Context: an optimization exercise on an open-source flow, tuned for small area, a short achievable clock period and few clock cycles per item. The choices shown serve that exercise and are no tape-out recipe.
Where RTL was checked, it was by simulation tests only, not by an equivalence proof against the original.
For runs 1 to 3, only the layout was checked, not whether the RTL still works.

==> flow/design.v <==
module sr_bf16 (
    input  wire        clk,
    input  wire        rst,
    input  wire        cfg_load,
    input  wire [63:0] cfg_seed,
    input  wire [63:0] cfg_step,
    input  wire [63:0] cfg_idx_base,
    input  wire [63:0] cfg_idx_stride,
    input  wire        in_valid,
    output reg         in_ready,
    input  wire [31:0] in_data,
    output reg         out_valid,
    input  wire        out_ready,
    output reg  [15:0] out_data
);
    reg [63:0] seed, step, stride;
    reg [63:0] idx;           
    function [31:0] rotl;
        input [31:0] x;
        input integer n;
        begin
            rotl = (x << n) | (x >> (32 - n));
        end
    endfunction
    function [31:0] add2;
        input [31:0] x, y;
        reg [31:0] p, g, pp, gg, p2, g2;
        integer i, l;
        begin
            p = x ^ y; g = x & y; pp = p; gg = g;
            for (l = 0; l < 5; l = l + 1) begin
                g2 = gg; p2 = pp;
                for (i = 0; i < 32; i = i + 1)
                    if ((i >> l) % 2 == 1) begin
                        gg[i] = g2[i] | (p2[i] & g2[((i >> l) << l) - 1]);
                        pp[i] = p2[i] & p2[((i >> l) << l) - 1];
                    end
            end
            add2 = p ^ {gg[30:0], 1'b0};
        end
    endfunction
    function [63:0] add64;
        input [63:0] x, y;
        reg [63:0] p, g, pp, gg, p2, g2;
        integer i, l;
        begin
            p = x ^ y; g = x & y; pp = p; gg = g;
            for (l = 0; l < 6; l = l + 1) begin
                g2 = gg; p2 = pp;
                for (i = 0; i < 64; i = i + 1)
                    if ((i >> l) % 2 == 1) begin
                        gg[i] = g2[i] | (p2[i] & g2[((i >> l) << l) - 1]);
                        pp[i] = p2[i] & p2[((i >> l) << l) - 1];
                    end
            end
            add64 = p ^ {gg[62:0], 1'b0};
        end
    endfunction
    function [31:0] add3;
        input [31:0] x, y, z;
        reg [31:0] s, c;
        begin
            s = x ^ y ^ z;
            c = (x & y) | (x & z) | (y & z);
            add3 = add2(s, {c[30:0], 1'b0});
        end
    endfunction
    wire [31:0] k0 [0:3];
    wire [31:0] k1 [0:3];
    assign k0[0] = seed[31:0];
    assign k1[0] = seed[63:32];
    assign k0[1] = add2(seed[31:0], 32'h9e3779b9);
    assign k1[1] = add2(seed[63:32], 32'hbb67ae85);
    assign k0[2] = add2(seed[31:0], 32'h3c6ef372);
    assign k1[2] = add2(seed[63:32], 32'h76cf5d0a);
    assign k0[3] = add2(seed[31:0], 32'hdaa66d2b);
    assign k1[3] = add2(seed[63:32], 32'h32370b8f);
    function [127:0] sr_step;
        input [127:0] st;
        input [31:0]  ka, kc;
        input integer j;
        reg [31:0] a, b, c, d;
        begin
            a = st[127:96]; b = st[95:64]; c = st[63:32]; d = st[31:0];
            case (j % 4)
                0: begin a = add3(a, b, ka); d = rotl(d ^ a, 16); end
                1: begin c = add3(c, d, kc); b = rotl(b ^ c, 12); end
                2: begin a = add2(a, b);     d = rotl(d ^ a, 8);  end
                default: begin c = add2(c, d); b = rotl(b ^ c, 7); end
            endcase
            sr_step = {a, b, c, d};
        end
    endfunction
    function [15:0] sr_round;
        input [31:0] x;
        input [15:0] r;
        reg [16:0] lo;
        begin
            lo = {1'b0, x[15:0]} + {1'b0, r};
            if (x[30:23] == 8'hFF && x[22:0] != 23'd0)
                sr_round = {x[31], 15'h7FC0};                          
            else if (lo[16] && x[30:16] != 15'h7F7F)
                sr_round = x[31:16] + 16'd1;
            else
                sr_round = x[31:16];
        end
    endfunction
    integer j;
    reg  [2:0] rq_n;          
    reg  [3:0] gen_n;
    reg          x_v;          
    always @* begin
        gen_n = rq_n + pa_v + p1_v + p2_v + p3_v + p4_v;
    end
    wire issue = gen_n - x_v < 4'd6;
    reg [31:0] pa, pb;
    reg        pa_v;
    always @(posedge clk) begin
        pa   <= add3(idx[31:0], idx[63:32], k0[0]);
        pb   <= idx[63:32];
        pa_v <= !rst && !cfg_load && issue;
    end
    reg [127:0] h0;
    always @* begin
        h0 = {pa, pb, step[31:0], rotl(step[63:32] ^ pa, 16)};
        for (j = 1; j < 4; j = j + 1)
            h0 = sr_step(h0, k0[j / 4], k1[j / 4], j);
    end
    reg [127:0] p1_st;
    reg         p1_v;
    always @(posedge clk) begin
        p1_st <= h0;
        p1_v  <= !rst && !cfg_load && pa_v;
    end
    reg [127:0] h1;
    always @* begin
        h1 = p1_st;
        for (j = 4; j < 7; j = j + 1)
            h1 = sr_step(h1, k0[j / 4], k1[j / 4], j);
    end
    reg [127:0] p2_st;
    reg         p2_v;
    always @(posedge clk) begin
        p2_st <= h1;
        p2_v  <= !rst && !cfg_load && p1_v;
    end
    reg [127:0] h2;
    always @* begin
        h2 = p2_st;
        for (j = 7; j < 10; j = j + 1)
            h2 = sr_step(h2, k0[j / 4], k1[j / 4], j);
    end
    reg [127:0] p3_st;
    reg         p3_v;
    always @(posedge clk) begin
        p3_st <= h2;
        p3_v  <= !rst && !cfg_load && p2_v;
    end
    reg [127:0] h3;
    always @* begin
        h3 = p3_st;
        for (j = 10; j < 13; j = j + 1)
            h3 = sr_step(h3, k0[j / 4], k1[j / 4], j);
    end
    reg [127:0] p4_st;
    reg         p4_v;
    always @(posedge clk) begin
        p4_st <= h3;
        p4_v  <= !rst && !cfg_load && p3_v;
    end
    reg [127:0] h4;
    always @* begin
        h4 = p4_st;
        for (j = 13; j < 16; j = j + 1)
            h4 = sr_step(h4, k0[j / 4], k1[j / 4], j);
    end
    wire [31:0] rnd  = h4[127:96] ^ h4[95:64] ^ h4[63:32] ^ h4[31:0];
    wire        push = p4_v;
    reg [15:0] rq [0:5];
    reg [2:0]  rq_wr, rq_rd;
    wire [15:0] r_head = rq[rq_rd];
    always @(posedge clk) begin
        if (push)
            rq[rq_wr] <= rnd[15:0];
        if (rst || cfg_load) begin
            rq_n  <= 3'd0;
            rq_wr <= 3'd0;
            rq_rd <= 3'd0;
        end else begin
            rq_n  <= rq_n + push - x_v;
            if (push) rq_wr <= (rq_wr == 3'd5) ? 3'd0 : rq_wr + 1'b1;
            if (x_v)  rq_rd <= (rq_rd == 3'd5) ? 3'd0 : rq_rd + 1'b1;
        end
        if (cfg_load) begin
            seed   <= cfg_seed;
            step   <= cfg_step;
            stride <= cfg_idx_stride;
            idx    <= cfg_idx_base;
        end else if (issue) begin
            idx    <= add64(idx, stride);
        end
    end
    reg         rdy;           
    wire        accept = in_valid && rdy;
    reg  [31:0] x_q;
    always @(posedge clk) begin
        x_q <= in_data;
        x_v <= !rst && accept;
    end
    wire [15:0] res = sr_round(x_q, r_head);
    reg  [2:0]  t;
    reg  [15:0] q1, q2;
    wire        pop = t[0] && out_ready;
    wire [3:0] r_av = rq_n + push + p3_v - x_v;
    wire r_ok0 = r_av >= 4'd1;      
    wire r_ok1 = r_av >= 4'd2;      
    wire [2:0] o_n = t[0] + t[1] + t[2] + x_v;
    wire o_ok00 = o_n <= 3'd2;          
    wire o_ok01 = o_n <= 3'd1;          
    wire o_ok11 = o_n <= 3'd2;          
    wire rdy_0 = r_ok0 && o_ok00;
    wire rdy_1 = r_ok1 && o_ok01;
    wire rdy_p0 = r_ok0;                
    wire rdy_p1 = r_ok1 && o_ok11;
    wire [15:0] head_h = t[0] ? out_data : res;
    wire [15:0] head_p = t[1] ? q1 : res;
    wire [15:0] q1_h   = (t[0] && !t[1]) ? res : q1;
    wire [15:0] q1_p   = (t[1] && !t[2]) ? res : q2;
    wire [15:0] q2_h   = (t[1] && !t[2]) ? res : q2;
    always @(posedge clk) begin
        if (rst) begin
            t         <= 3'd0;
            out_valid <= 1'b0;
            in_ready  <= 1'b0;
            rdy       <= 1'b0;
        end else begin
            if (x_v && !pop)
                t <= {t[1:0], 1'b1};
            else if (pop && !x_v)
                t <= {1'b0, t[2:1]};
            out_valid <= x_v || t[1] || (out_valid && !out_ready);
            if (cfg_load) begin
                in_ready <= 1'b0;
                rdy      <= 1'b0;
            end else begin
                in_ready <= pop ? (accept ? rdy_p1 : rdy_p0) : (accept ? rdy_1 : rdy_0);
                rdy      <= accept ? (pop ? rdy_p1 : rdy_1) : (pop ? rdy_p0 : rdy_0);
            end
        end
        out_data <= pop ? head_p : head_h;
        q1       <= pop ? q1_p : q1_h;
        q2       <= pop ? res : q2_h;
    end
endmodule
==> flow/run.sh <==
#!/bin/bash
# synth_recipe.tcl (not shown) runs the flow's synth.tcl, then flattens the netlist and writes it again
# the make line also repeats each setting of config.mk as NAME=value (left out here)
make -C /OpenROAD-flow-scripts/flow DESIGN_CONFIG=/design/flow/config.mk WORK_HOME=/design/flow/orfs CLKGATE_MAP_FILE= SYNTH_SCRIPT=/design/flow/synth_recipe.tcl finish
==> flow/config.mk <==
export PLATFORM = sky130hd
export DESIGN_NAME = sr_bf16
export DESIGN_NICKNAME = sr_bf16
export VERILOG_FILES = /design/flow/design.v
export SDC_FILE = /design/flow/constraint.sdc
export NUM_CORES = 4
export LEC_CHECK = 0
export CAP_MARGIN = 20
export CORE_MARGIN = 2
export CORE_UTILIZATION = 40
export PLACE_DENSITY = 0.6
export SLEW_MARGIN = 20
==> flow/constraint.sdc <==
create_clock -name core_clock -period 60.0 [get_ports {clk}]
set_input_delay 12.0000 -clock core_clock [delete_from_list [all_inputs] [get_ports {clk}]]
set_output_delay 12.0000 -clock core_clock [all_outputs]
set_load 0.01 [all_outputs]
==> impl_metrics.env, run 1 <==
export IMPL_synth_top_cell_by_area="dfxtp_1"
export IMPL_clock_sinks=1032
export IMPL_fin_util_pct=46.5
export IMPL_cts_resized=0
export IMPL_maxSlewHeadroom_pct=15.4
export IMPL_regArea_um2=24500
export IMPL_slowest_delay_ns=0.56
export IMPL_outcome="timing/DRC/antenna clean"
export IMPL_start_util_pct=40.3
export IMPL_grt_pass1_wl_um=318000
export IMPL_track_usage_pct=27.6
export IMPL_clk_latency_ns=0.77
export IMPL_drv_slew=0
export IMPL_path_max_fanout=1
export IMPL_hold_buffers=0
export IMPL_final_cell_mix="inv_1 (652), dfxtp_1 (647), xnor2_1 (623), ha_1 (603), xor2_1 (484)"
export IMPL_die_x_um=404
export IMPL_yosysSeqAreaShare_pct=38.3
export IMPL_nets=7540
export IMPL_synth_ff_type="dfxtp_1"
export IMPL_cts_made_buffers=116
export IMPL_route_detailed_drc=0
export IMPL_die_area_um2=163000
export IMPL_fin_crit_ns=13.72
export IMPL_rsz0062_at_grt="no"
export IMPL_finalHoldViolCount=0
export IMPL_syn_num_nets=7144
export IMPL_post_drt_wl_per_cell_um=26.7
export IMPL_core_area_um2=159000
export IMPL_wl_um=227000
export IMPL_die_h_um=404
export IMPL_grt_pass1_vias=45100
export IMPL_hp_class="register to register"
export IMPL_final_layout_size_suffix_gt1_share_pct=5.30
export IMPL_std_cell_rows=146
export IMPL_antenna_found_initial=5
export IMPL_synth_seq_cells=1032
export IMPL_finalSetupViolations=0
export IMPL_grt_max_degree=89
export IMPL_multi_input_area_um2=36800
export IMPL_tns_ns=0
export IMPL_synth_area_um2=63900
export IMPL_clk_path_buf_depth=3
export IMPL_synth_area_leaders="dfxtp_1 (20%), edfxtp_1 (18%), ha_1 (12%)"
export IMPL_syn_area_per_cell_um2=10.8
export IMPL_dp_hpwl_um=196000
export IMPL_max_cap_violations=0
export IMPL_dp_slack_ns=45.62
export IMPL_gp_congestion=1.01
export IMPL_fillers=14700
export IMPL_path_cells="clkdlybuf4s50_1"
export IMPL_fmax_mhz=72.9
export IMPL_clk_pin_slew_ns=0.06
export IMPL_htreeDepth=3
export IMPL_fin_crit_sh_pct=22.9
export IMPL_crit_path_end_kind="output port"
export IMPL_setup_slack_ns=46.28
export IMPL_postRouteAntennaNets=0
export IMPL_cts_tree="yes"
export IMPL_io_pins=311
export IMPL_worst_setup_path_type="register to output port"
export IMPL_final_common_cell="inv_1"
export IMPL_root_buffer="clkbuf_16"
export IMPL_arrival_ns=1.72
export IMPL_synth_edf_count=384
export IMPL_ys_types=104
export IMPL_synth_top_cell_area_share_pct=20.3
export IMPL_cp_slowest_cell="clkdlybuf4s50_1"
export IMPL_vias=44500
export IMPL_critPathBufInv=1
export IMPL_overflow=0
export IMPL_r2r_slack_ns=46.75
export IMPL_vias_per_cell=5.24
export IMPL_async_flop_share_pct=0
export IMPL_io_buffers=310
export IMPL_areaGrowthSynthToFinish_pct=15.4
export IMPL_skew_ns=0.0492
export IMPL_syn_inst=5916
export IMPL_ys_warnings_count=1
export IMPL_cpLargestDelayFamily="buffers and inverters"
export IMPL_required_ns=48.00
export IMPL_post_cts_buffers=0
export IMPL_dr_pass1_iters=6
export IMPL_start_kind="register"
export IMPL_worst_pin_slew_ns=1.26
export IMPL_drt_iter0_markers=3323
synth_stat cells (all sizes together), types with 38 or more instances:
master / instances
a21oi: 313
nand3: 69
ha: 603
o21a: 90
inv: 653
nand4: 38
xnor2: 627
o21ai: 187
fa: 332
a21o: 177
nor3: 84
dfxtp: 648
edfxtp: 384
o21bai: 41
nor2b: 50
xor2: 484
clkbuf: 49
nor2: 315
nand2b: 38
nand2: 251
layer usage:
metal,track usage [%],wire length [um]
met5,0,16
met1,33.1,91400
met2,46.3,107000
met4,18.8,18600
met3,3.32,9930
area by class of cell:
class,count,area share (%)
diodes,3,0.0102
clock buffers,162,4.62
clock inverters,57,0.855
inverters,654,3.33
multi-input cells,4162,49.9
flip-flops and latches,1032,33.2
well taps,2072,3.51
repair buffers,346,4.58
stage by stage:
stage / cells / hold WS (ns) / instance area (um2)
2_1_floorplan: 5916 / 0.374 / 63900
3_3_place_gp: 8266 / 0.409 / 69700
3_5_place_dp: 8266 / 0.400 / 69700
4_1_cts: 8485 / 0.424 / 73700
5_1_grt: 8485 / 0.436 / 73800
6_report: 8488 / 0.426 / 73800
final timing paths:
path,from,to,cells after the start
worst max-delay path,out_data[1]$_DFFE_PP_,out_data[1],1
worst min-delay path,idx[32]$_DFFE_PP_,pb[0]$_DFF_P_,0
worst max register to register,seed[1]$_DFFE_PP_,p2_st[7]$_DFF_P_,45
worst min register to register,idx[32]$_DFFE_PP_,pb[0]$_DFF_P_,0
sequential cells by signal, indices dropped and copies added, names as in the netlist, 16 cells and up, named ones only:
signal,cells
rq,96
idx,64
stride,64
p1_st,128
out_data,16
step,64
x_q,32
q1,16
p4_st,128
p3_st,128
q2,16
pb,32
seed,64
p2_st,128
pa,32
cell families after synthesis:
group | share of synthesized area [%]
xor gates and xnor gates | 15.6
AOI/OAI and AO/OA | 11.1
DFF | 38.3
and+or+nand+nor | 7.47
adders and majority gates | 22.2
buffers and inverters | 4.27
muxes | 1.01
==> run 2: changes to the inputs <==
==> flow/flow/run.sh (new file) <==
#!/bin/bash
# The standard layout (standard.sh: ORFS from the standard synthesis to
# finish, unchanged), except that buffer_ports gives the ports
# sky130_fd_sc_hd__buf_2 buffers instead of the cell it picks by default.
# make's output goes to flow.log; each ORFS step logs under orfs/logs/.
set -euo pipefail
export BUFFER_PORTS_ARGS="-buffer_cell sky130_fd_sc_hd__buf_2"
bash standard.sh finish > flow.log 2>&1
==> flow/standard.sh (new file) <==
#!/bin/bash
# synth_recipe.tcl (not shown) runs the flow's synth.tcl, then flattens the netlist and writes it again
# the make line also repeats each setting of config.mk as NAME=value (left out here)
make -C /OpenROAD-flow-scripts/flow DESIGN_CONFIG=/design/flow/config.mk WORK_HOME=/design/flow/orfs CLKGATE_MAP_FILE= SYNTH_SCRIPT=/design/flow/synth_recipe.tcl "${@:-finish}"
removed: flow/run.sh
==> impl_metrics.env, run 2 <==
export IMPL_async_flop_share_pct=0
export IMPL_worst_pin_slew_ns=1.32
export IMPL_final_layout_size_suffix_gt1_share_pct=10.1
export IMPL_skew_ns=0.0714
export IMPL_syn_inst=5916
export IMPL_setup_slack_ns=46.36
export IMPL_arrival_ns=14.13
export IMPL_grt_pass1_wl_um=320000
export IMPL_crit_path_end_kind="register"
export IMPL_vias_per_cell=5.23
export IMPL_std_cell_rows=146
export IMPL_areaGrowthSynthToFinish_pct=12.9
export IMPL_cts_resized=0
export IMPL_core_area_um2=159000
export IMPL_vias=44400
export IMPL_synth_seq_cells=1032
export IMPL_start_kind="primary input"
export IMPL_synth_area_um2=63900
export IMPL_clock_sinks=1032
export IMPL_dr_pass1_iters=5
export IMPL_dp_slack_ns=45.65
export IMPL_r2r_slack_ns=47.12
export IMPL_clk_latency_ns=0.77
export IMPL_synth_top_cell_by_area="dfxtp_1"
export IMPL_final_common_cell="inv_1"
export IMPL_maxSlewHeadroom_pct=11.3
export IMPL_die_area_um2=163000
export IMPL_synth_area_leaders="dfxtp_1 (20%), edfxtp_1 (18%), ha_1 (12%)"
export IMPL_ff2ff_path_depth=43
export IMPL_synth_ff_type="dfxtp_1"
export IMPL_critPathCapture="idx[2]$_DFFE_PP_"
export IMPL_reg2reg_to="p2_st[7]$_DFF_P_"
export IMPL_nets=7539
export IMPL_synth_simple_gate_area_share_pct=7.47
export IMPL_worst_setup_path_type="primary input to register"
export IMPL_path_max_fanout=167
export IMPL_fmax_mhz=73.3
export IMPL_io_buffers=310
export IMPL_r2r_start="seed[1]$_DFFE_PP_"
export IMPL_postRouteAntennaNets=0
export IMPL_grt_max_degree=168
export IMPL_outcome="timing/DRC/antenna clean"
export IMPL_ys_types=104
export IMPL_track_usage_pct=27.8
export IMPL_fin_crit_ns=13.64
export IMPL_synth_top_family_by_area="adder cells"
export IMPL_dp_hpwl_um=197000
export IMPL_synth_commonest_cells="inv_1 (652), dfxtp_1 (648), xnor2_1 (625), ha_1 (603), xor2_1 (484)"
export IMPL_htreeDepth=3
export IMPL_finalHoldViolCount=0
export IMPL_fin_util_pct=45.5
export IMPL_die_x_um=404
export IMPL_die_h_um=404
export IMPL_rsz0062_at_grt="no"
export IMPL_synthMuxAreaShare_pct=1.01
export IMPL_syn_num_nets=7144
export IMPL_synth_edf_count=384
export IMPL_drt_iter0_markers=3304
export IMPL_overflow=0
export IMPL_hold_buffers=0
export IMPL_drv_slew=0
export IMPL_finalSetupViolations=0
export IMPL_post_synth_top_count_cell="inv_1"
export IMPL_synth_compound_area_share_pct=11.1
export IMPL_synthXorXnorAreaFrac_pct=15.6
export IMPL_synth_top_cell_area_share_pct=20.3
export IMPL_start_util_pct=40.3
export IMPL_gp_congestion=1.01
export IMPL_final_cell_mix="inv_1 (652), dfxtp_1 (647), xnor2_1 (623), ha_1 (603), xor2_1 (484)"
export IMPL_tns_ns=0
export IMPL_ys_warnings_count=1
export IMPL_post_cts_buffers=0
export IMPL_hold_start="idx[32]$_DFFE_PP_"
export IMPL_post_drt_wl_per_cell_um=26.8
export IMPL_clk_path_buf_depth=3
export IMPL_clk_pin_slew_ns=0.06
export IMPL_cts_made_buffers=115
export IMPL_cts_tree="yes"
export IMPL_max_cap_violations=0
export IMPL_fin_crit_sh_pct=22.7
export IMPL_required_ns=60.49
export IMPL_wl_um=228000
export IMPL_root_buffer="clkbuf_16"
export IMPL_antenna_found_initial=11
export IMPL_critPathLaunch="cfg_load"
export IMPL_syn_area_per_cell_um2=10.8
export IMPL_whs_ns=0.429
export IMPL_hp_class="register to register"
export IMPL_synth_adder_area_share_pct=22.2
export IMPL_grt_pass1_vias=45400
export IMPL_yosysSeqAreaShare_pct=38.3
export IMPL_route_detailed_drc=0
export IMPL_io_pins=311
-- run 2: cell types whose count changed in the layout (fill, tap and decap cells not counted), sizes merged, moves of 2 or more --
cell and delta:
buf +309, clkbuf -9, bufinv +2, clkinvlp +8
inv -3, clkinv +2, clkdlybuf4s50 -309
-- run 2: cells by family after synthesis --
kind of cell | Yosys count
xor gates and xnor gates | 1121
AOI/OAI and AO/OA | 1065
DFF | 1032
and+or+nand+nor | 997
adders and majority gates | 935
buffers and inverters | 722
muxes | 44
-- run 2: worst max-delay path, stage by stage --
cell    delay [ns]
buf_8         0.37
buf_4         0.49
buf_12        0.55
mux2_2        0.41
-- run 2: cell type report --
| type | instances | area (um2) |
|---|---|---|
| timing repair buffer | 346 | 1840 |
| multi-input combinational | 4162 | 36800 |
| tap | 2072 | 2590 |
| fill | 14800 | 86400 |
| sequential | 1032 | 24500 |
| clock buffer | 153 | 3190 |
| antenna | 2 | 5.00 |
| inverter | 654 | 2450 |
| clock inverter | 66 | 786 |
-- run 2: per-stage QoR --
stage               cell area [um2]  std cells
floorplan                     63900       5916
CTS                           72100       8485
finish                        72200       8487
global placement              68200       8266
global route                  72200       8487
detailed placement            68200       8266
-- run 2: worst min-delay path by stage --
stage	end	depth (start not counted)
6_report	pb[0]$_DFF_P_	0
3_3_place_gp	pb[0]$_DFF_P_	0
2_1_floorplan	pb[0]$_DFF_P_	0
5_1_grt	pb[0]$_DFF_P_	0
4_1_cts	pb[6]$_DFF_P_	0
3_5_place_dp	pb[0]$_DFF_P_	0
-- run 2: layer usage --
layer	global-route usage [%]	routed length (um)	up-vias
met4	20.9	20600	0
met1	33.2	90500	21500
met3	3.15	10000	508
met5	0	0	-
li1	-	-	20900
met2	46.2	107000	1419
==> run 3: changes to the inputs <==
==> flow/flow/run.sh (replaced) <==
#!/bin/bash
# The standard layout (standard.sh: ORFS from the standard synthesis to
# finish, unchanged), except that
# - buffer_ports gives the ports sky130_fd_sc_hd__buf_2 buffers instead of
#   the cell it picks by default;
# - the global placement and resizing steps cap the fanout of nets at 16
#   (flow/fanout.tcl), so high-fanout nets are buffered as trees.
# make's output goes to flow.log; each ORFS step logs under orfs/logs/.
set -euo pipefail
export BUFFER_PORTS_ARGS="-buffer_cell sky130_fd_sc_hd__buf_2"
export PRE_GLOBAL_PLACE_TCL="$PWD/flow/fanout.tcl"
export PRE_RESIZE_TCL="$PWD/flow/fanout.tcl"
bash standard.sh finish > flow.log 2>&1
==> flow/flow/fanout.tcl (new file) <==
# Placement-step hook: cap the fanout of every net, so that repair_design
# splits the key-record load strobe and the other wide nets into trees of
# buffers instead of long chains.
set_max_fanout 16 [current_design]
==> impl_metrics.env, run 3 <==
export IMPL_dp_hpwl_um=196000
export IMPL_synth_commonest_cells="inv_1 (652), dfxtp_1 (648), xnor2_1 (625), ha_1 (603), xor2_1 (484)"
export IMPL_track_usage_pct=27.5
export IMPL_syn_num_nets=7144
export IMPL_ys_warnings_count=1
export IMPL_vias=44400
export IMPL_slowest_delay_ns=0.42
export IMPL_cts_resized=0
export IMPL_start_util_pct=40.3
export IMPL_drt_iter0_markers=3427
export IMPL_finalSetupViolations=0
export IMPL_rsz0062_at_grt="no"
export IMPL_final_cell_mix="inv_1 (652), dfxtp_1 (648), xnor2_1 (624), ha_1 (603), xor2_1 (484)"
export IMPL_postRouteAntennaNets=0
export IMPL_drv_slew=0
export IMPL_holdPathStages=0
export IMPL_syn_area_per_cell_um2=10.8
export IMPL_hold_buffers=0
export IMPL_cpLargestDelayFamily="buffers and inverters"
export IMPL_start_kind="primary input"
export IMPL_areaGrowthSynthToFinish_pct=12.8
export IMPL_synth_ff_type="dfxtp_1"
export IMPL_clk_latency_ns=0.78
export IMPL_yosysSeqAreaShare_pct=38.3
export IMPL_die_x_um=404
export IMPL_synth_area_leaders="dfxtp_1 (20%), edfxtp_1 (18%), ha_1 (12%)"
export IMPL_syn_inst=5916
export IMPL_final_cells=8515
export IMPL_path_cells="buf_2 > or2_2 > buf_4 > buf_4 > buf_4 > buf_4"
export IMPL_grt_pass1_vias=45200
export IMPL_max_cap_violations=0
export IMPL_vias_per_cell=5.21
export IMPL_io_buffers=310
export IMPL_dr_pass1_iters=6
export IMPL_outcome="timing/DRC/antenna clean"
export IMPL_crit_cells=6
export IMPL_die_area_um2=163000
export IMPL_r2r_slack_ns=46.92
export IMPL_route_detailed_drc=0
export IMPL_finalHoldViolCount=0
export IMPL_tns_ns=0
export IMPL_fin_crit_ns=13.49
export IMPL_ys_types=104
export IMPL_std_cell_rows=146
export IMPL_die_h_um=404
export IMPL_fin_crit_sh_pct=22.5
export IMPL_clk_pin_slew_ns=0.06
export IMPL_root_buffer="clkbuf_16"
export IMPL_crit_path_frequent_cell="buf_4"
export IMPL_cp_slowest_cell="or2_2"
export IMPL_final_common_cell="inv_1"
export IMPL_post_synth_top_count_cell="inv_1"
export IMPL_antenna_found_initial=7
export IMPL_path_max_fanout=15
export IMPL_clk_path_buf_depth=3
export IMPL_post_drt_wl_per_cell_um=26.5
export IMPL_r2r_start="seed[1]$_DFFE_PP_"
export IMPL_async_flop_share_pct=0
export IMPL_critPathCapture="idx[61]$_DFFE_PP_"
export IMPL_gp_congestion=1.02
export IMPL_htreeDepth=3
export IMPL_cts_made_buffers=114
export IMPL_critPathLaunch="cfg_load"
export IMPL_crit_path_end_kind="register"
export IMPL_worst_pin_slew_ns=1.22
export IMPL_io_pins=311
export IMPL_overflow=0
export IMPL_wl_um=225000
export IMPL_synth_top_cell_area_share_pct=20.3
export IMPL_dp_slack_ns=45.71
export IMPL_maxSlewHeadroom_pct=17.8
export IMPL_dp_cells=8297
export IMPL_required_ns=60.45
export IMPL_skew_ns=0.0588
export IMPL_grt_max_degree=19
export IMPL_synth_area_um2=63900
export IMPL_setup_slack_ns=46.51
export IMPL_synth_top_cell_by_area="dfxtp_1"
export IMPL_hp_class="register to register"
export IMPL_post_cts_buffers=0
export IMPL_nets=7569
export IMPL_critPathBufInv=5
export IMPL_clock_sinks=1032
export IMPL_cts_tree="yes"
export IMPL_reg2reg_to="p2_st[7]$_DFF_P_"
export IMPL_final_layout_size_suffix_gt1_share_pct=10.1
export IMPL_arrival_ns=13.93
export IMPL_synth_seq_cells=1032
export IMPL_fmax_mhz=74.2
export IMPL_grt_pass1_wl_um=317000
export IMPL_core_area_um2=159000
export IMPL_worst_setup_path_type="primary input to register"
export IMPL_ff2ff_path_depth=42
export IMPL_fillers=14900
export IMPL_synth_edf_count=384
[run 3: cell counts after synthesis]
No cell type changed its count.
[run 3: worst min-delay path by stage]
stage	from	end	slack, ns
detailed placement	idx[32]$_DFFE_PP_	pb[0]$_DFF_P_	0.41
global route	idx[32]$_DFFE_PP_	pb[0]$_DFF_P_	0.45
CTS	idx[32]$_DFFE_PP_	pb[0]$_DFF_P_	0.42
floorplan	idx[32]$_DFFE_PP_	pb[0]$_DFF_P_	0.37
finish	idx[32]$_DFFE_PP_	pb[0]$_DFF_P_	0.42
global placement	idx[32]$_DFFE_PP_	pb[0]$_DFF_P_	0.40
[run 3: stage by stage]
stage	util (%)	hold WS [ns]	instance area, um2
final	45.5	0.417	72100
after global routing	45.5	0.448	72100
after CTS	45.5	0.420	72100
after detailed placement	43.1	0.412	68300
after global placement	43.1	0.402	68300
after floorplan	-	0.374	63900
[run 3: logic make-up after synthesis]
logic type,count (synthesis),share of synthesized area (%)
flip-flops,1032,38.3
XOR/XNOR,1121,15.6
AND/OR/NAND/NOR,997,7.47
buffers and inverters,722,4.27
AO/OA/AOI/OAI,1065,11.1
multiplexers,44,1.01
adder cells (fa/ha/maj),935,22.2
[run 3: worst register-to-register path: cells and delay by family, from the launching register on]
kind            cells  cell delay [ns]
compound gates     22             6.85
fa+ha+maj           7             2.48
xor+xnor            7             2.18
simple gates        4             0.82
flops               1             0.49
buf+inv             2             0.14
[run 3: area by class of cell]
| type | count | area [um2] | area share [%] |
|---|---|---|---|
| multi-input combinational | 4162 | 36700 | 51.0 |
| sequential | 1032 | 24500 | 34.0 |
| clock buffer | 163 | 3200 | 4.44 |
| tap | 2072 | 2590 | 3.60 |
| inverter | 654 | 2450 | 3.40 |
| timing repair buffer | 377 | 2050 | 2.85 |
| clock inverter | 53 | 547 | 0.758 |
| antenna | 2 | 5.00 | 0.00694 |
[run 3: metal layers]
metal / global-route usage (%) / wire length (um)
met2: 46.1 / 106000
met3: 3.43 / 10700
met1: 32.7 / 88900
met5: 0 / 0
met4: 19.9 / 19300
==> run 4: changes to the inputs <==
--- a/flow/design.v
+++ b/flow/design.v
@@ -91,6 +91,17 @@
             sr_step = {a, b, c, d};
         end
     endfunction
+    function [127:0] sr_step_nk;
+        input [127:0] st;
+        input integer j;
+        reg [31:0] a, b, c, d;
+        begin
+            a = st[127:96]; b = st[95:64]; c = st[63:32]; d = st[31:0];
+            if (j % 4 == 0) begin a = add2(a, b); d = rotl(d ^ a, 16); end
+            else            begin c = add2(c, d); b = rotl(b ^ c, 12); end
+            sr_step_nk = {a, b, c, d};
+        end
+    endfunction
     function [15:0] sr_round;
         input [31:0] x;
         input [15:0] r;
@@ -125,6 +136,7 @@
         h0 = {pa, pb, step[31:0], rotl(step[63:32] ^ pa, 16)};
         for (j = 1; j < 4; j = j + 1)
             h0 = sr_step(h0, k0[j / 4], k1[j / 4], j);
+        h0[127:96] = add2(h0[127:96], k0[1]);
     end
     reg [127:0] p1_st;
     reg         p1_v;
@@ -135,7 +147,8 @@
     reg [127:0] h1;
     always @* begin
         h1 = p1_st;
-        for (j = 4; j < 7; j = j + 1)
+        h1 = sr_step_nk(h1, 4);    
+        for (j = 5; j < 7; j = j + 1)
             h1 = sr_step(h1, k0[j / 4], k1[j / 4], j);
     end
     reg [127:0] p2_st;
@@ -161,6 +174,7 @@
         h3 = p3_st;
         for (j = 10; j < 13; j = j + 1)
             h3 = sr_step(h3, k0[j / 4], k1[j / 4], j);
+        h3[63:32] = add2(h3[63:32], k1[3]);
     end
     reg [127:0] p4_st;
     reg         p4_v;
@@ -171,7 +185,8 @@
     reg [127:0] h4;
     always @* begin
         h4 = p4_st;
-        for (j = 13; j < 16; j = j + 1)
+        h4 = sr_step_nk(h4, 13);    
+        for (j = 14; j < 16; j = j + 1)
             h4 = sr_step(h4, k0[j / 4], k1[j / 4], j);
     end
     wire [31:0] rnd  = h4[127:96] ^ h4[95:64] ^ h4[63:32] ^ h4[31:0];
--- a/flow/config.mk
+++ b/flow/config.mk
@@ -8,5 +8,7 @@
 export CAP_MARGIN = 20
 export CORE_MARGIN = 2
 export CORE_UTILIZATION = 40
+export CTS_CLUSTER_DIAMETER = 100
+export CTS_CLUSTER_SIZE = 30
 export PLACE_DENSITY = 0.6
 export SLEW_MARGIN = 20
==> impl_metrics.env, run 4 <==
export IMPL_outcome="timing/DRC/antenna clean"
export IMPL_hold_buffers=0
export IMPL_drv_slew=0
export IMPL_gp_congestion=1.00
export IMPL_synth_ff_type="dfxtp_1"
export IMPL_clk_latency_ns=0.71
export IMPL_worst_pin_slew_ns=1.13
export IMPL_track_usage_pct=27.1
export IMPL_met3_usage_pct=2.45
export IMPL_root_buffer="clkbuf_16"
export IMPL_final_cell_mix="ha_1 (664), dfxtp_1 (648), xnor2_1 (582), xor2_1 (543), inv_1 (409)"
export IMPL_overflow=0
export IMPL_async_flop_share_pct=0
export IMPL_io_pins=311
export IMPL_grtUsageMet2_pct=46.4
export IMPL_clk_path_buf_depth=3
export IMPL_tns_ns=0
export IMPL_fin_crit_ns=13.57
export IMPL_die_h_um=404
export IMPL_synth_edf_count=384
export IMPL_final_area_um2=70000
export IMPL_maxSlewHeadroom_pct=24.0
export IMPL_synth_area_leaders="dfxtp_1 (20%), edfxtp_1 (18%), ha_1 (13%)"
export IMPL_rsz0062_at_grt="no"
export IMPL_setup_slack_ns=46.43
export IMPL_hold_start="q2[15]$_DFF_P_"
export IMPL_drt_iter0_markers=3163
export IMPL_hp_class="register to register"
export IMPL_met1_usage_pct=32.4
export IMPL_ys_warnings_count=1
export IMPL_syn_num_nets=7142
export IMPL_cts_tree="yes"
export IMPL_final_cells=8382
export IMPL_worst_setup_path_type="primary input to register"
export IMPL_route_detailed_drc=0
export IMPL_arrival_ns=13.96
export IMPL_holdPathStages=2
export IMPL_synth_top_cell_by_area="dfxtp_1"
export IMPL_syn_inst=5907
export IMPL_vias=44700
export IMPL_dr_pass1_iters=5
export IMPL_required_ns=60.39
export IMPL_clock_sinks=1032
export IMPL_crit_path_end_kind="register"
export IMPL_yosysSeqAreaShare_pct=38.3
export IMPL_dp_cells=8287
export IMPL_busiest_layer="met2"
export IMPL_placed_area_um2=68300
export IMPL_path_max_fanout=16
export IMPL_postRouteAntennaNets=0
export IMPL_reg2reg_to="p1_st[66]$_DFF_P_"
export IMPL_synth_area_um2=63900
export IMPL_grt_max_degree=32
export IMPL_core_area_um2=159000
export IMPL_ys_types=97
export IMPL_die_area_um2=163000
export IMPL_final_common_cell="ha_1"
export IMPL_fin_crit_sh_pct=22.6
export IMPL_synth_commonest_cells="ha_1 (664), dfxtp_1 (648), xnor2_1 (582), xor2_1 (543), inv_1 (409)"
export IMPL_nets=7501
export IMPL_ff2ff_path_depth=38
export IMPL_synth_seq_cells=1032
export IMPL_max_cap_violations=0
export IMPL_grt_pass1_vias=44700
export IMPL_start_kind="primary input"
export IMPL_dp_hpwl_um=197000
export IMPL_fin_util_pct=44.2
export IMPL_post_synth_top_count_cell="ha_1"
export IMPL_skew_ns=0.0603
export IMPL_htreeDepth=2
export IMPL_dp_slack_ns=45.63
export IMPL_finalSetupViolations=0
export IMPL_clk_pin_slew_ns=0.12
export IMPL_r2r_slack_ns=47.33
export IMPL_whs_ns=0.449
export IMPL_post_drt_wl_per_cell_um=26.7
export IMPL_r2r_start="step[50]$_DFFE_PP_"
export IMPL_grt_pass1_wl_um=315000
export IMPL_cts_made_buffers=49
export IMPL_wl_um=224000
export IMPL_min_to="q2[15]$_DFF_P_"
export IMPL_post_cts_buffers=0
export IMPL_std_cell_rows=146
export IMPL_start_util_pct=40.3
export IMPL_finalHoldViolCount=0
export IMPL_io_buffers=310
export IMPL_cts_resized=0
export IMPL_areaGrowthSynthToFinish_pct=9.58
export IMPL_die_x_um=404
export IMPL_fillers=15000
export IMPL_final_layout_size_suffix_gt1_share_pct=8.58
export IMPL_fmax_mhz=73.7
export IMPL_syn_area_per_cell_um2=10.8
export IMPL_antenna_found_initial=7
export IMPL_vias_per_cell=5.33
export IMPL_synth_top_cell_area_share_pct=20.3
-- run 4: cell types whose count changed after synthesis, sizes merged, moves of 36 or more --
cell	previous run	this run
fa	332	278
ha	603	664
inv	653	410
nor2	315	351
xnor2	627	583
xor2	484	543
-- run 4: cell type report --
cell class                      count  area, um2  share of cell area (%)
Antenna cell                        3       7.51                  0.0107
Clock buffer                       66       1320                    1.89
Clock inverter                     26        374                   0.534
Inverter                          413       1550                    2.21
Multi-Input combinational cell   4388      37600                    53.7
Sequential cell                  1032      24500                    35.0
Tap cell                         2072       2590                    3.70
Timing Repair Buffer              382       2090                    2.99
-- run 4: worst max-delay path by stage --
stage | from | to | slack (ns) | cells past startpoint
2_1_floorplan | cfg_load | idx[0]$_DFFE_PP_ | 46.19 | 3
3_3_place_gp | cfg_load | step[53]$_DFFE_PP_ | 45.70 | 7
3_5_place_dp | cfg_load | seed[13]$_DFFE_PP_ | 45.63 | 7
4_1_cts | cfg_load | step[6]$_DFFE_PP_ | 46.37 | 7
5_1_grt | cfg_load | step[6]$_DFFE_PP_ | 46.29 | 7
6_report | cfg_load | step[6]$_DFFE_PP_ | 46.43 | 7
-- run 4: routing by layer --
layer	vias to the layer above	part of all wire, %
li1	21300	-
met1	21600	40
met2	1394	48
met3	458	4.1
met4	0	8.3
met5	-	0
-- run 4: worst max-delay path, stage by stage --
cell and delay, ns:
buf_2 0.40, buf_4 0.34, buf_4 0.25, buf_4 0.24
buf_4 0.23, buf_4 0.23, buf_4 0.25
-- run 4: cell families after synthesis --
family	share of synthesized area (%)
compound gates	11.3
xor+xnor	15.9
fa+ha+maj	21.8
buf+inv	2.90
flops	38.3
mux	1.05
simple gates	8.71
Testbench counts of run 4, summed over its fixed seeds: cycles 24,056, items 24,000.
==> run 5: changes to the inputs <==
--- a/flow/config.mk
+++ b/flow/config.mk
@@ -9,6 +9,6 @@
 export CORE_MARGIN = 2
 export CORE_UTILIZATION = 40
 export CTS_CLUSTER_DIAMETER = 100
-export CTS_CLUSTER_SIZE = 30
+export CTS_CLUSTER_SIZE = 20
 export PLACE_DENSITY = 0.6
 export SLEW_MARGIN = 20
==> impl_metrics.env, run 5 <==
export IMPL_outcome="timing/DRC/antenna clean"
export IMPL_synth_top_cell_area_share_pct=20.3
export IMPL_clk_pin_slew_ns=0.08
export IMPL_maxSlewHeadroom_pct=27.1
export IMPL_syn_num_nets=7142
export IMPL_finalHoldViolCount=0
export IMPL_cts_tree="yes"
export IMPL_arrival_ns=13.96
export IMPL_path_max_fanout=16
export IMPL_final_cell_mix="ha_1 (664), dfxtp_1 (648), xnor2_1 (582), xor2_1 (543), inv_1 (409)"
export IMPL_final_layout_size_suffix_gt1_share_pct=8.56
export IMPL_met1_usage_pct=32.2
export IMPL_antenna_found_initial=5
export IMPL_htreeDepth=2
export IMPL_rsz0062_at_grt="no"
export IMPL_final_common_cell="ha_1"
export IMPL_synth_edf_count=384
export IMPL_clock_sinks=1032
export IMPL_die_h_um=404
export IMPL_cp_slowest_cell="buf_2"
export IMPL_ys_types=97
export IMPL_post_drt_wl_per_cell_um=26.8
export IMPL_async_flop_share_pct=0
export IMPL_io_buffers=310
export IMPL_max_cap_violations=0
export IMPL_std_cell_rows=146
export IMPL_grt_pass1_vias=44800
export IMPL_met3_usage_pct=2.60
export IMPL_die_area_um2=163000
export IMPL_drv_slew=0
export IMPL_synth_top_family_by_area="adder cells"
export IMPL_cts_made_buffers=60
export IMPL_start_util_pct=40.3
export IMPL_route_detailed_drc=0
export IMPL_cts_resized=0
export IMPL_worst_pin_slew_ns=1.09
export IMPL_synth_ff_type="dfxtp_1"
export IMPL_grtUsageMet2_pct=46.5
export IMPL_track_usage_pct=27.2
export IMPL_grt_pass1_wl_um=316000
export IMPL_syn_area_per_cell_um2=10.8
export IMPL_crit_path_end_kind="register"
export IMPL_clk_path_buf_depth=3
export IMPL_busiest_layer="met2"
export IMPL_tns_ns=0
export IMPL_die_x_um=404
export IMPL_yosysSeqAreaShare_pct=38.3
export IMPL_start_kind="primary input"
export IMPL_dr_pass1_iters=6
export IMPL_overflow=0
export IMPL_gp_congestion=1.00
export IMPL_io_pins=311
export IMPL_fin_crit_sh_pct=22.5
export IMPL_postRouteAntennaNets=0
export IMPL_root_buffer="clkbuf_16"
export IMPL_fin_util_pct=44.2
export IMPL_synth_adder_area_share_pct=21.8
export IMPL_path_cells="buf_2 > buf_4 > buf_4 > buf_4 > buf_4 > buf_4 > buf_4"
export IMPL_vias=44700
export IMPL_synth_area_um2=63900
export IMPL_grt_max_degree=22
export IMPL_slowest_delay_ns=0.39
export IMPL_synth_area_leaders="dfxtp_1 (20%), edfxtp_1 (18%), ha_1 (13%)"
export IMPL_worst_setup_path_type="primary input to register"
export IMPL_synth_top_cell_by_area="dfxtp_1"
export IMPL_fmax_mhz=73.9
export IMPL_synth_seq_cells=1032
export IMPL_dp_hpwl_um=197000
export IMPL_synth_simple_gate_area_share_pct=8.71
export IMPL_fin_crit_ns=13.53
export IMPL_required_ns=60.43
export IMPL_hp_class="register to register"
export IMPL_post_synth_top_count_cell="ha_1"
export IMPL_core_area_um2=159000
export IMPL_ys_warnings_count=1
export IMPL_ff2ff_path_depth=38
export IMPL_holdPathStages=0
export IMPL_synth_compound_area_share_pct=11.3
export IMPL_crit_path_frequent_cell="buf_4"
export IMPL_vias_per_cell=5.33
export IMPL_hold_buffers=0
export IMPL_finalSetupViolations=0
export IMPL_synthXorXnorAreaFrac_pct=15.9
export IMPL_post_cts_buffers=0
export IMPL_synthMuxAreaShare_pct=1.05
export IMPL_areaGrowthSynthToFinish_pct=9.77
export IMPL_synth_commonest_cells="ha_1 (664), dfxtp_1 (648), xnor2_1 (582), xor2_1 (543), inv_1 (409)"
export IMPL_clk_latency_ns=0.75
export IMPL_nets=7513
export IMPL_wl_um=225000
export IMPL_drt_iter0_markers=3108
export IMPL_syn_inst=5907
export IMPL_skew_ns=0.0356
run 5: kinds of logic (layout without fill, tap and decap cells):
family | Yosys count | in the layout
AND/OR/NAND/NOR | 1156 | 1156
XOR/XNOR | 1139 | 1139
AO/OA/AOI/OAI | 1101 | 1101
flip-flops | 1032 | 1032
adder cells (fa/ha/maj) | 946 | 946
buffers and inverters | 487 | 899
multiplexers | 46 | 46
other | 0 | 2
run 5: metrics by stage:
step,std cells,hold slack (ns),worst slack (ns),instance area [um2]
after floorplan,5907,0.374,46.19,63900
after global placement,8287,0.414,45.70,68300
after detailed placement,8287,0.411,45.63,68300
after CTS,8390,0.431,46.42,70100
after global routing,8391,0.451,46.34,70200
final,8393,0.440,46.47,70200
run 5: per-layer routing:
layer / up-vias / part of all wire, %
li1: 21300 / -
met1: 21600 / 39
met2: 1460 / 48
met3: 464 / 4.6
met4: 0 / 8.5
met5: - / 0
run 5: path summary, 6_finish.rpt:
check                          start                  to  slack [ns]
setup / recovery            cfg_load  seed[17]$_DFFE_PP_       46.47
setup reg to reg  step[50]$_DFFE_PP_   p1_st[65]$_DFF_P_       47.36
hold reg to reg    idx[32]$_DFFE_PP_       pb[0]$_DFF_P_        0.44
hold / removal     idx[32]$_DFFE_PP_       pb[0]$_DFF_P_        0.44
run 5: critical path: cells and delay by family:
kind | cells | cell delay, ns
buffers and inverters | 7 | 1.93
run 5: final cells by class:
| class | count | area (um2) |
|---|---|---|
| Fill cell | 15000 | 88400 |
| Multi-Input combinational cell | 4388 | 37600 |
| Sequential cell | 1032 | 24500 |
| Tap cell | 2072 | 2590 |
| Timing Repair Buffer | 383 | 2100 |
| Clock buffer | 92 | 1670 |
| Inverter | 413 | 1550 |
| Clock inverter | 11 | 140 |
| Antenna cell | 2 | 5.00 |
==> run 6: changes to the inputs <==
--- a/flow/config.mk
+++ b/flow/config.mk
@@ -8,7 +8,5 @@
 export CAP_MARGIN = 20
 export CORE_MARGIN = 2
 export CORE_UTILIZATION = 40
-export CTS_CLUSTER_DIAMETER = 100
-export CTS_CLUSTER_SIZE = 20
 export PLACE_DENSITY = 0.6
 export SLEW_MARGIN = 20
==> impl_metrics.env, run 6 <==
export IMPL_outcome="timing/DRC/antenna clean"
export IMPL_worst_setup_path_type="primary input to register"
export IMPL_final_area_um2=72300
export IMPL_nets=7566
export IMPL_grt_pass1_vias=45300
export IMPL_syn_inst=5907
export IMPL_arrival_ns=13.96
export IMPL_io_pins=311
export IMPL_required_ns=60.44
export IMPL_fin_util_pct=45.6
export IMPL_final_cells=8503
export IMPL_die_x_um=404
export IMPL_syn_num_nets=7142
export IMPL_dr_wl_met3_um=9500
export IMPL_dp_hpwl_um=197000
export IMPL_r2r_slack_ns=47.09
export IMPL_die_area_um2=163000
export IMPL_finalHoldViolCount=0
export IMPL_post_drt_wl_per_cell_um=26.6
export IMPL_cts_resized=0
export IMPL_gp_congestion=1.00
export IMPL_clock_sinks=1032
export IMPL_worst_pin_slew_ns=1.12
export IMPL_drt_iter0_markers=3180
export IMPL_die_h_um=404
export IMPL_core_area_um2=159000
export IMPL_whs_ns=0.432
export IMPL_antenna_found_initial=7
export IMPL_async_flop_share_pct=0
export IMPL_grt_pass1_wl_um=318000
export IMPL_tns_ns=0
export IMPL_root_buffer="clkbuf_16"
export IMPL_synth_top_cell_by_area="dfxtp_1"
export IMPL_setup_slack_ns=46.48
export IMPL_dp_slack_ns=45.63
export IMPL_overflow=0
export IMPL_track_usage_pct=27.4
export IMPL_route_detailed_drc=0
export IMPL_areaGrowthSynthToFinish_pct=13.1
export IMPL_clk_pin_slew_ns=0.06
export IMPL_synth_ff_type="dfxtp_1"
export IMPL_start_kind="primary input"
export IMPL_ys_warnings_count=1
export IMPL_wl_met2_um=109000
export IMPL_synth_commonest_cells="ha_1 (664), dfxtp_1 (648), xnor2_1 (582), xor2_1 (543), inv_1 (409)"
export IMPL_routedLengthMet1_um=89600
export IMPL_finalSetupViolations=0
export IMPL_post_cts_buffers=0
export IMPL_htreeDepth=3
export IMPL_clk_path_buf_depth=3
export IMPL_final_layout_size_suffix_gt1_share_pct=10.2
export IMPL_clk_latency_ns=0.76
export IMPL_post_synth_top_count_cell="ha_1"
export IMPL_path_max_fanout=16
export IMPL_fmax_mhz=74.0
export IMPL_postRouteAntennaNets=0
export IMPL_fin_crit_ns=13.52
export IMPL_ys_types=97
export IMPL_io_buffers=310
export IMPL_cts_made_buffers=114
export IMPL_maxSlewHeadroom_pct=24.7
export IMPL_synth_edf_count=384
export IMPL_rsz0062_at_grt="no"
export IMPL_hold_buffers=0
export IMPL_final_cell_mix="ha_1 (664), dfxtp_1 (648), xnor2_1 (582), xor2_1 (543), inv_1 (409)"
export IMPL_start_util_pct=40.3
export IMPL_crit_path_end_kind="register"
export IMPL_yosysSeqAreaShare_pct=38.3
export IMPL_multi_input_area_um2=37600
export IMPL_top_layer="met4"
export IMPL_synth_area_leaders="dfxtp_1 (20%), edfxtp_1 (18%), ha_1 (13%)"
export IMPL_dp_cells=8287
export IMPL_synth_top_cell_area_share_pct=20.3
export IMPL_synth_area_um2=63900
export IMPL_vias=44900
export IMPL_fillers=14800
export IMPL_dr_pass1_iters=5
export IMPL_vias_per_cell=5.28
export IMPL_regArea_um2=24500
export IMPL_synth_seq_cells=1032
export IMPL_fin_crit_sh_pct=22.5
export IMPL_wl_um=226000
export IMPL_drv_slew=0
export IMPL_std_cell_rows=146
export IMPL_hp_class="register to register"
export IMPL_syn_area_per_cell_um2=10.8
export IMPL_final_common_cell="ha_1"
export IMPL_grt_max_degree=17
export IMPL_skew_ns=0.0409
export IMPL_max_cap_violations=0
export IMPL_cts_tree="yes"
export IMPL_placed_area_um2=68300
run 6: cell count changes in the layout (fill, tap and decap cells not counted), sizes merged:
cell      previous run  this run
bufinv               0         8
clkbuf              92       157
inv                416       415
buf                383       382
clkinvlp             0         7
clkinv               8        40
run 6: final timing paths:
kind	startpoint	end	depth (start not counted)
max reg2reg	step[50]$_DFFE_PP_	p1_st[65]$_DFF_P_	38
min	idx[32]$_DFFE_PP_	pb[0]$_DFF_P_	0
min reg2reg	idx[32]$_DFFE_PP_	pb[0]$_DFF_P_	0
max	cfg_load	step[6]$_DFFE_PP_	7
run 6: cells by family (layout without fill, tap and decap cells):
group                      count (synthesis)  in the layout  synth area share (%)
muxes                                     46             46                  1.05
xor gates and xnor gates                1139           1139                  15.9
AOI/OAI and AO/OA                       1101           1101                  11.3
and+or+nand+nor                         1156           1156                  8.71
buffers and inverters                    487           1009                  2.90
adders and majority gates                946            946                  21.8
other                                      0              2                     0
DFF                                     1032           1032                  38.3
run 6: layout make-up:
cell class	count	share of cell area, %
Inverter	413	2.14
Antenna cell	2	0.00692
Sequential cell	1032	33.9
Multi-Input combinational cell	4388	52.0
Clock inverter	57	0.845
Clock buffer	157	4.61
Tap cell	2072	3.59
Timing Repair Buffer	382	2.89
run 6: critical path: stages:
cell   delay [ns]
buf_2        0.39
buf_4        0.35
buf_4        0.25
buf_4        0.24
buf_4        0.23
buf_4        0.23
buf_4        0.26
run 6: routing by layer:
metal	track usage, %	up-vias
met1	32.3	21600
met5	0	-
met3	2.98	483
met2	47.2	1364
li1	-	21400
met4	18.4	0
==> run 7: changes to the inputs <==
--- a/flow/config.mk
+++ b/flow/config.mk
@@ -8,5 +8,7 @@
 export CAP_MARGIN = 20
 export CORE_MARGIN = 2
 export CORE_UTILIZATION = 40
+export CTS_CLUSTER_DIAMETER = 80
+export CTS_CLUSTER_SIZE = 24
 export PLACE_DENSITY = 0.6
 export SLEW_MARGIN = 20
==> impl_metrics.env, run 7 <==
export IMPL_outcome="timing/DRC/antenna clean"
export IMPL_synth_area_um2=63900
export IMPL_vias=44800
export IMPL_gp_congestion=1.00
export IMPL_synthXorXnorAreaFrac_pct=15.9
export IMPL_synth_top_family_by_area="adder cells"
export IMPL_overflow=0
export IMPL_met1_usage_pct=32.4
export IMPL_clk_path_buf_depth=3
export IMPL_fmax_mhz=73.7
export IMPL_cts_made_buffers=69
export IMPL_fillers=14900
export IMPL_synth_seq_cells=1032
export IMPL_io_pins=311
export IMPL_nets=7521
export IMPL_antenna_found_initial=5
export IMPL_ys_warnings_count=1
export IMPL_synth_edf_count=384
export IMPL_synth_ff_type="dfxtp_1"
export IMPL_fin_crit_ns=13.57
export IMPL_setup_slack_ns=46.43
export IMPL_fin_crit_sh_pct=22.6
export IMPL_finalSetupViolations=0
export IMPL_route_detailed_drc=0
export IMPL_hp_class="register to register"
export IMPL_async_flop_share_pct=0
export IMPL_drt_iter0_markers=3121
export IMPL_worst_pin_slew_ns=1.09
export IMPL_arrival_ns=13.96
export IMPL_r2r_slack_ns=47.19
export IMPL_root_buffer="clkbuf_16"
export IMPL_synth_simple_gate_area_share_pct=8.71
export IMPL_grtUsageMet2_pct=47.0
export IMPL_synth_compound_area_share_pct=11.3
export IMPL_cts_resized=0
export IMPL_grt_max_degree=26
export IMPL_final_cell_mix="ha_1 (664), dfxtp_1 (648), xnor2_1 (582), xor2_1 (543), inv_1 (409)"
export IMPL_clk_latency_ns=0.71
export IMPL_postRouteAntennaNets=0
export IMPL_io_buffers=310
export IMPL_final_layout_size_suffix_gt1_share_pct=9.18
export IMPL_required_ns=60.39
export IMPL_post_drt_wl_per_cell_um=26.7
export IMPL_finalHoldViolCount=0
export IMPL_synth_area_leaders="dfxtp_1 (20%), edfxtp_1 (18%), ha_1 (13%)"
export IMPL_post_cts_buffers=0
export IMPL_synth_top_cell_by_area="dfxtp_1"
export IMPL_post_synth_top_count_cell="ha_1"
export IMPL_clock_sinks=1032
export IMPL_ys_types=97
export IMPL_core_area_um2=159000
export IMPL_multi_input_area_um2=37600
export IMPL_tns_ns=0
export IMPL_cts_tree="yes"
export IMPL_grt_pass1_wl_um=316000
export IMPL_crit_path_end_kind="register"
export IMPL_clk_pin_slew_ns=0.09
export IMPL_die_h_um=404
export IMPL_busiest_layer="met2"
export IMPL_hold_buffers=0
export IMPL_drv_slew=0
export IMPL_final_common_cell="ha_1"
export IMPL_vias_per_cell=5.33
export IMPL_yosysSeqAreaShare_pct=38.3
export IMPL_syn_inst=5907
export IMPL_met3_usage_pct=2.68
export IMPL_die_x_um=404
export IMPL_synth_top_cell_area_share_pct=20.3
export IMPL_grt_pass1_vias=44900
export IMPL_die_area_um2=163000
export IMPL_wl_um=225000
export IMPL_maxSlewHeadroom_pct=26.7
export IMPL_synth_adder_area_share_pct=21.8
export IMPL_syn_area_per_cell_um2=10.8
export IMPL_syn_num_nets=7142
export IMPL_start_kind="primary input"
export IMPL_rsz0062_at_grt="no"
export IMPL_regArea_um2=24500
export IMPL_dr_pass1_iters=6
export IMPL_htreeDepth=3
export IMPL_dp_hpwl_um=197000
export IMPL_worst_setup_path_type="primary input to register"
export IMPL_path_max_fanout=16
export IMPL_max_cap_violations=0
export IMPL_skew_ns=0.0447
export IMPL_track_usage_pct=27.3
export IMPL_dp_slack_ns=45.63
export IMPL_synth_commonest_cells="ha_1 (664), dfxtp_1 (648), xnor2_1 (582), xor2_1 (543), inv_1 (409)"
export IMPL_std_cell_rows=146
export IMPL_areaGrowthSynthToFinish_pct=10.7
export IMPL_synthMuxAreaShare_pct=1.05
export IMPL_start_util_pct=40.3
==> run 7: cell counts after synthesis <==
Identical to the previous run, type by type.
==> run 7: worst paths after layout <==
check	cells after the start	from	endpoint
min	0	idx[32]$_DFFE_PP_	pb[0]$_DFF_P_
min reg2reg	0	idx[32]$_DFFE_PP_	pb[0]$_DFF_P_
max reg2reg	38	step[50]$_DFFE_PP_	p1_st[65]$_DFF_P_
max	7	cfg_load	step[55]$_DFFE_PP_
==> run 7: through the flow <==
stage / instances / util [%] / cell area, um2 / hold slack [ns]
2_1_floorplan: 5907 / - / 63900 / 0.374
3_3_place_gp: 8287 / 43.1 / 68300 / 0.414
3_5_place_dp: 8287 / 43.1 / 68300 / 0.411
4_1_cts: 8413 / 44.6 / 70700 / 0.433
5_1_grt: 8413 / 44.6 / 70700 / 0.454
6_report: 8414 / 44.6 / 70700 / 0.439
==> run 7: logic make-up after synthesis <==
| logic type | after synthesis |
|---|---|
| fa+ha+maj | 946 |
| flops | 1032 |
| simple gates | 1156 |
| xor+xnor | 1139 |
| compound gates | 1101 |
| mux | 46 |
| buf+inv | 487 |
==> run 7: critical path, cell delays in order <==
cell and delay [ns]:
buf_2 0.39, buf_4 0.35, buf_4 0.25, buf_4 0.24, buf_4 0.23, buf_4 0.23
buf_4 0.26
==> run 7: area by class of cell <==
type,instances,share of cell area (%)
Clock buffer,80,2.57
Antenna cell,1,0.00354
Sequential cell,1032,34.6
Inverter,413,2.19
Tap cell,2072,3.67
Clock inverter,46,0.808
Multi-Input combinational cell,4388,53.2
Timing Repair Buffer,382,2.96
==> run 7: metal layers <==
layer,part of all wire [%],vias up
met5,0,-
met4,7.9,0
met3,4.1,444
met2,48,1386
met1,40,21700
li1,-,21300
==> run 8: changes to the inputs <==
--- a/flow/flow/run.sh
+++ b/flow/flow/run.sh
@@ -3,7 +3,7 @@
 # finish, unchanged), except that
 # - buffer_ports gives the ports sky130_fd_sc_hd__buf_2 buffers instead of
 #   the cell it picks by default;
-# - the global placement and resizing steps cap the fanout of nets at 16
+# - the global placement and resizing steps cap the fanout of nets at 32
 #   (flow/fanout.tcl), so high-fanout nets are buffered as trees.
 # make's output goes to flow.log; each ORFS step logs under orfs/logs/.
 set -euo pipefail
==> flow/flow/fanout.tcl (replaced) <==
# Placement-step hook: cap the fanout of every net, so that repair_design
# splits the key-record load strobe and the other wide nets into trees of
# buffers instead of long chains.
set_max_fanout 32 [current_design]
--- a/flow/config.mk
+++ b/flow/config.mk
@@ -8,7 +8,5 @@
 export CAP_MARGIN = 20
 export CORE_MARGIN = 2
 export CORE_UTILIZATION = 40
-export CTS_CLUSTER_DIAMETER = 80
-export CTS_CLUSTER_SIZE = 24
 export PLACE_DENSITY = 0.6
 export SLEW_MARGIN = 20
==> impl_metrics.env, run 8 <==
export IMPL_async_flop_share_pct=0
export IMPL_tns_ns=0
export IMPL_synth_area_um2=63900
export IMPL_cp_slowest_cell="buf_2"
export IMPL_crit_path_end_kind="register"
export IMPL_multi_input_area_um2=37600
export IMPL_slowest_delay_ns=0.52
export IMPL_cts_tree="yes"
export IMPL_nets=7546
export IMPL_skew_ns=0.0707
export IMPL_synth_commonest_cells="ha_1 (664), dfxtp_1 (648), xnor2_1 (582), xor2_1 (543), inv_1 (409)"
export IMPL_grt_max_degree=33
export IMPL_whs_ns=0.438
export IMPL_required_ns=60.60
export IMPL_crit_path_frequent_cell="buf_4"
export IMPL_dp_hpwl_um=195000
export IMPL_ys_warnings_count=1
export IMPL_clk_path_buf_depth=3
export IMPL_maxSlewHeadroom_pct=12.4
export IMPL_synth_top_cell_by_area="dfxtp_1"
export IMPL_final_cells=8488
export IMPL_fmax_mhz=73.4
export IMPL_ys_types=97
export IMPL_yosysSeqAreaShare_pct=38.3
export IMPL_gp_congestion=1.00
export IMPL_wl_um=225000
export IMPL_overflow=0
export IMPL_root_buffer="clkbuf_16"
export IMPL_hold_buffers=0
export IMPL_cts_resized=0
export IMPL_final_cell_mix="ha_1 (664), dfxtp_1 (647), xnor2_1 (581), xor2_1 (543), inv_1 (409)"
export IMPL_finalHoldViolCount=0
export IMPL_areaGrowthSynthToFinish_pct=13.3
export IMPL_regArea_um2=24500
export IMPL_syn_num_nets=7142
export IMPL_final_common_cell="ha_1"
export IMPL_syn_inst=5907
export IMPL_finalSetupViolations=0
export IMPL_dr_pass1_iters=5
export IMPL_synth_seq_cells=1032
export IMPL_start_kind="primary input"
export IMPL_dp_slack_ns=45.52
export IMPL_die_x_um=404
export IMPL_drv_slew=0
export IMPL_path_cells="buf_2 > buf_4 > buf_4 > buf_4 > nor4_1 > a31oi_1 > o21ai_0 > nor3b_1"
export IMPL_synth_edf_count=384
export IMPL_critPathBufInv=4
export IMPL_route_detailed_drc=0
export IMPL_final_layout_size_suffix_gt1_share_pct=10.0
export IMPL_postRouteAntennaNets=0
export IMPL_synth_ff_type="dfxtp_1"
export IMPL_track_usage_pct=27.4
export IMPL_clk_pin_slew_ns=0.06
export IMPL_die_area_um2=163000
export IMPL_synth_area_leaders="dfxtp_1 (20%), edfxtp_1 (18%), ha_1 (13%)"
export IMPL_worst_setup_path_type="primary input to register"
export IMPL_io_pins=311
export IMPL_clock_sinks=1032
export IMPL_syn_area_per_cell_um2=10.8
export IMPL_vias=45300
export IMPL_clk_latency_ns=0.79
export IMPL_start_util_pct=40.3
export IMPL_io_buffers=310
export IMPL_fillers=14800
export IMPL_drt_iter0_markers=3134
export IMPL_outcome="timing/DRC/antenna clean"
export IMPL_post_drt_wl_per_cell_um=26.6
export IMPL_fin_crit_ns=13.63
export IMPL_post_cts_buffers=0
export IMPL_rsz0062_at_grt="no"
export IMPL_max_cap_violations=0
export IMPL_fin_util_pct=45.7
export IMPL_fin_crit_sh_pct=22.7
export IMPL_grt_pass1_vias=45600
export IMPL_htreeDepth=3
export IMPL_post_synth_top_count_cell="ha_1"
export IMPL_hp_class="register to register"
export IMPL_worst_pin_slew_ns=1.30
export IMPL_grt_pass1_wl_um=318000
export IMPL_path_max_fanout=29
export IMPL_cpLargestDelayFamily="buffers and inverters"
export IMPL_dp_cells=8264
export IMPL_cts_made_buffers=117
export IMPL_setup_slack_ns=46.37
export IMPL_synth_top_cell_area_share_pct=20.3
export IMPL_die_h_um=404
export IMPL_antenna_found_initial=4
export IMPL_arrival_ns=14.23
export IMPL_std_cell_rows=146
export IMPL_core_area_um2=159000
export IMPL_vias_per_cell=5.33
run 8: cell types whose count changed in the layout (fill, tap and decap cells not counted), sizes merged:
cell,previous run,this run
buf,382,359
bufinv,1,14
clkbuf,80,159
clkinv,19,33
diode,1,3
inv,435,421
clkinvlp,4,7
run 8: cell families after synthesis:
logic type / Yosys count / share of synthesized area [%]
and+or+nand+nor: 1156 / 8.71
buffers and inverters: 487 / 2.90
adders and majority gates: 946 / 21.8
DFF: 1032 / 38.3
xor gates and xnor gates: 1139 / 15.9
AOI/OAI and AO/OA: 1101 / 11.3
muxes: 46 / 1.05
run 8: metal layers:
metal | wire (um) | vias to the layer above | part of all wire [%] | GRT usage, %
li1 | - | 21400 | - | -
met4 | 21600 | 0 | 9.6 | 21.6
met3 | 9170 | 558 | 4.1 | 3.04
met1 | 88500 | 21800 | 39 | 31.9
met5 | 0 | - | 0 | 0
met2 | 106000 | 1524 | 47 | 46.2
run 8: path summary, 6_finish.rpt:
kind                      start           endpoint  slack [ns]  depth (start not counted)
min              q2[15]$_DFF_P_     q2[15]$_DFF_P_        0.44                          2
max reg2reg  step[50]$_DFFE_PP_  p1_st[65]$_DFF_P_       47.37                         38
min reg2reg      q2[15]$_DFF_P_     q2[15]$_DFF_P_        0.44                          2
max                    cfg_load  idx[63]$_DFFE_PP_       46.37                          8
run 8: layout make-up:
cell class | count | share of cell area, %
multi-input cells | 4388 | 52.0
flip-flops and latches | 1032 | 33.9
clock buffers | 159 | 4.55
well taps | 2072 | 3.58
repair buffers | 359 | 2.65
inverters | 413 | 2.14
clock inverters | 62 | 1.23
diodes | 3 | 0.0104
run 8: worst register-to-register path, delay by kind of cell, from the launching register on:
family,cells,cell delay [ns]
AOI/OAI and AO/OA,19,5.33
xor gates and xnor gates,7,3.60
adders and majority gates,5,2.01
and+or+nand+nor,5,0.82
DFF,1,0.43
buffers and inverters,2,0.25
run 8: per-stage QoR:
stage          instance area, um2
2_1_floorplan               63900
5_1_grt                     72400
6_report                    72400
3_3_place_gp                68200
3_5_place_dp                68200
4_1_cts                     72400

## afterwards: timing with drivers on the ports
The results above use ideal ports. As a check the final layouts listed here were re-extracted and re-timed, cells and wires unchanged.
Step 1 (the two cells are an assumption about what drives the block):
set clk [get_ports {clk}]
set_driving_cell -lib_cell sky130_fd_sc_hd__clkbuf_16 $clk
set_driving_cell -lib_cell sky130_fd_sc_hd__buf_2 [delete_from_list [all_inputs] $clk]
Step 2 times the ports against the registers' clock, not the clock port: input delays grow and output delays shrink by t, the midpoint of the rising clock arrivals with the driver on.
a / b / c = ideal / step 1 / step 2; a / b = the first two.
run | t (ns) | slack for setup (ns) | slew at the worst register clock pin (ns) | worst data-port slew with drivers (ns)
run 1 | 0.827 | 46.282 / 46.198 / 45.581 | 0.07 / 0.07 | 0.16
run 2 | 0.821 | 46.358 / 46.390 / 45.569 | 0.07 / 0.07 | 0.16
run 3 | 0.834 | 46.515 / 46.533 / 45.699 | 0.07 / 0.07 | 0.10
run 4 | 0.772 | 46.428 / 46.492 / 45.720 | 0.12 / 0.12 | 0.07
run 5 | 0.811 | 46.474 / 46.531 / 45.720 | 0.10 / 0.10 | 0.07
run 6 | 0.818 | 46.479 / 46.538 / 45.720 | 0.07 / 0.07 | 0.07
run 7 | 0.770 | 46.430 / 46.488 / 45.719 | 0.10 / 0.10 | 0.06
run 8 | 0.832 | 46.375 / 46.429 / 45.597 | 0.07 / 0.07 | 0.07
After both steps setup and hold are still met in every run listed. The setup slack of run 3, which loses most, moves by +0.018 ns with the drivers and by -0.816 ns with both steps.
